Context: an optimization exercise on an open-source flow, tuned for small area and a short achievable clock period. The choices shown serve that exercise and are no tape-out recipe. Function was checked by simulation only, so behaviour that the tests miss may differ from the original.

== the reference run ==
## ch_compose
module ch_compose (
    input  wire        clk,
    input  wire        rst,
    input  wire        in_valid,
    input  wire [1:0]  x_lo,
    input  wire [1:0]  y_lo,
    input  wire [1:0]  frame_lo,
    input  wire        depth8,
    input  wire [1:0]  dither,
    input  wire [29:0] fill,
    input  wire        l0_en,  input wire [2:0] l0_fmt,  input wire [39:0] l0_pix,  input wire [9:0] l0_galpha,
    input  wire        l1_en,  input wire [2:0] l1_fmt,  input wire [39:0] l1_pix,  input wire [9:0] l1_galpha,
    input  wire        l2_en,  input wire [2:0] l2_fmt,  input wire [39:0] l2_pix,  input wire [9:0] l2_galpha,
    input  wire        l3_en,  input wire [2:0] l3_fmt,  input wire [39:0] l3_pix,  input wire [9:0] l3_galpha,
    input  wire        l4_en,  input wire [2:0] l4_fmt,  input wire [39:0] l4_pix,  input wire [9:0] l4_galpha,
    input  wire        l5_en,  input wire [2:0] l5_fmt,  input wire [39:0] l5_pix,  input wire [9:0] l5_galpha,
    output reg         out_valid,
    output reg  [9:0]  out_r,
    output reg  [9:0]  out_g,
    output reg  [9:0]  out_b
);
Size: roughly 15,000 cells after synthesis, about 3,200 flip-flops, ~400 I/O pins, ~170,000 µm² of cells after synthesis.
Settings: LEC_CHECK=0, CAP_MARGIN=20, CORE_MARGIN=2, CORE_UTILIZATION=45, CTS_CLUSTER_DIAMETER=80, CTS_CLUSTER_SIZE=30, PLACE_DENSITY=0.6, SLEW_MARGIN=65; clock period 17.0 ns.
standard.sh (not shown) runs the stock make flow with config.mk's settings and CLKGATE_MAP_FILE= SYNTH_SCRIPT=/design/flow/synth_recipe.tcl, a recipe that flattens the netlist after the stock synthesis.
==> flow/flow/run.sh <==
#!/bin/bash
# The standard layout (the standard.sh: standard synthesis, floorplan,
# placement, CTS, routing), with one change: the buffers that placement puts
# on every input and output port are sky130_fd_sc_hd__buf_2 cells instead of
# the cell buffer_ports picks by default.
set -euo pipefail
export BUFFER_PORTS_ARGS="-buffer_cell sky130_fd_sc_hd__buf_2"
bash standard.sh > standard_flow.log 2>&1
Setup changes, the reference run to the trial run
Settings: a change of SLEW_MARGIN from 65 to 20.
Notes after the runs:
- The trial run finished every stage and its layout cleared the timing, design-rule and antenna checks.
- out_r[5] as the critical path launch point was reported by the reference run, and g_ln[0].g_c[1].q0[2] by the trial run.
- Summary of the trial run over the reference run: final worst slack decreased by 0.080 ns relative to the old numbers; pre-CTS worst setup slack decreased by 0.16 ns relative to the old numbers; wire length of the first global-routing pass closely matched the old numbers.
- | post-synthesis share of cell area spent on full adders, half adders and majority gates | the trial run vs the reference run | ≈ equal |
- Via count across the trial run and the reference run: no real change.

Setup of v6:
Another version of the RTL of ch_compose (not shown whole).
Size: roughly 14,000 cells after synthesis, ~3,100 flip-flops, ~400 I/O pins, ~0.15 sq mm of cells after synthesis.
export LEC_CHECK = 0
export CAP_MARGIN = 20
export CORE_MARGIN = 2
export CORE_UTILIZATION = 45
export CTS_CLUSTER_DIAMETER = 80
export CTS_CLUSTER_SIZE = 30
export PLACE_DENSITY = 0.78
export SLEW_MARGIN = 65
create_clock -name core_clock -period 17.0 [get_ports {clk}]
Scripts as last shown in full above: flow/flow/run.sh
--- input diff v6..v24 ---
# v6
export LEC_CHECK = 0
export CAP_MARGIN = 20
export CORE_MARGIN = 2
export CORE_UTILIZATION = 45
export CTS_CLUSTER_DIAMETER = 80
export CTS_CLUSTER_SIZE = 30
export PLACE_DENSITY = 0.78
export SLEW_MARGIN = 65
create_clock -name core_clock -period 17.0 [get_ports {clk}]
# v24
export LEC_CHECK = 0
export CAP_MARGIN = 20
export CORE_MARGIN = 2
export CORE_UTILIZATION = 45
export CTS_CLUSTER_DIAMETER = 80
export CTS_CLUSTER_SIZE = 30
export PLACE_DENSITY = 0.6
export SLEW_MARGIN = 65
create_clock -name core_clock -period 17.0 [get_ports {clk}]
## What came out
Compared v6 against v24; finished layout cell area within noise.
Number of antenna violations at the first check in global routing delta for v24 relative to v6: 20 lower
v24 vs v6: amount of wire on met2 after detailed routing up by a little under 10%
On final non-filler cell total, v6 and v24 are basically level.
v6 -> v24: count of hold-fix buffers inserted at cts delta 0, exact match
Diff v6 -> v24: die boundary height now sits at about the same level; clock-buffer cell count now sits higher; buffering overhead shows no meaningful change; via count fell by 3.0%; iteration count of the initial detailed-routing pass shows an increase of 1.
Input-level comparison between v38 and v24:
# v24
export LEC_CHECK = 0
export CAP_MARGIN = 20
export CORE_MARGIN = 2
export CORE_UTILIZATION = 45
export CTS_CLUSTER_DIAMETER = 80
export CTS_CLUSTER_SIZE = 30
export PLACE_DENSITY = 0.6
export SLEW_MARGIN = 65
create_clock -name core_clock -period 17.0 [get_ports {clk}]
# v38
export LEC_CHECK = 0
export CAP_MARGIN = 20
export CORE_MARGIN = 2
export CORE_UTILIZATION = 45
export CTS_CLUSTER_DIAMETER = 80
export CTS_CLUSTER_SIZE = 30
export PLACE_DENSITY = 0.6
export SLEW_MARGIN = 40
create_clock -name core_clock -period 17.0 [get_ports {clk}]
Results
Diff v24 and v38: first-iteration detailed-routing DRC count higher in v38
Cell area: v38 < v24
From v24 to v38 the numbers moved as follows: global-route wire length before repair has remained practically unchanged, final cell count has remained practically unchanged, met2 usage in global routing has remained practically unchanged, maximum clock path buffer count has remained practically unchanged.
[compare] base=v24 new=v38: synthesis-to-layout area growth fell 0.60 points.
On routed wire length, v24 and v38 are basically level.

[re-timing with driven ports]
The results above use ideal ports. As a check the final layouts listed here were re-extracted and re-timed, cells and wires unchanged. Step 1: set_driving_cell puts a clkbuf_16 on clk and a buf_2 on each other input, an assumption about the parent block. Step 2 moves the port delays by t, midway between the first and last clock arrival at a register: inputs arrive t later, outputs are due t later. That takes back most of the time a late clock gives input paths. Three values: no drivers, after step 1, after step 2; two values: the first two.
run	t (ns)	setup slack, ns	worst hold slack (ns)	slew at the worst register clock pin (ns)
the reference run	1.020	12.209 / 12.103 / 12.341	0.310 / 0.310 / 0.310	0.11 / 0.11
the trial run	1.006	12.128 / 12.100 / 12.128	0.290 / 0.290 / 0.290	0.11 / 0.11
v6	0.976	12.235 / 12.139 / 12.403	0.292 / 0.292 / 0.292	0.11 / 0.11
v24	1.004	12.233 / 12.121 / 12.280	0.274 / 0.274 / 0.274	0.11 / 0.11
v38	0.998	12.214 / 12.103 / 12.064	0.279 / 0.279 / 0.279	0.11 / 0.11
After both steps setup and hold are still met in every run listed. For v38, which loses most, drivers alone change the setup slack by -0.111 ns; drivers and shift together by -0.150 ns.
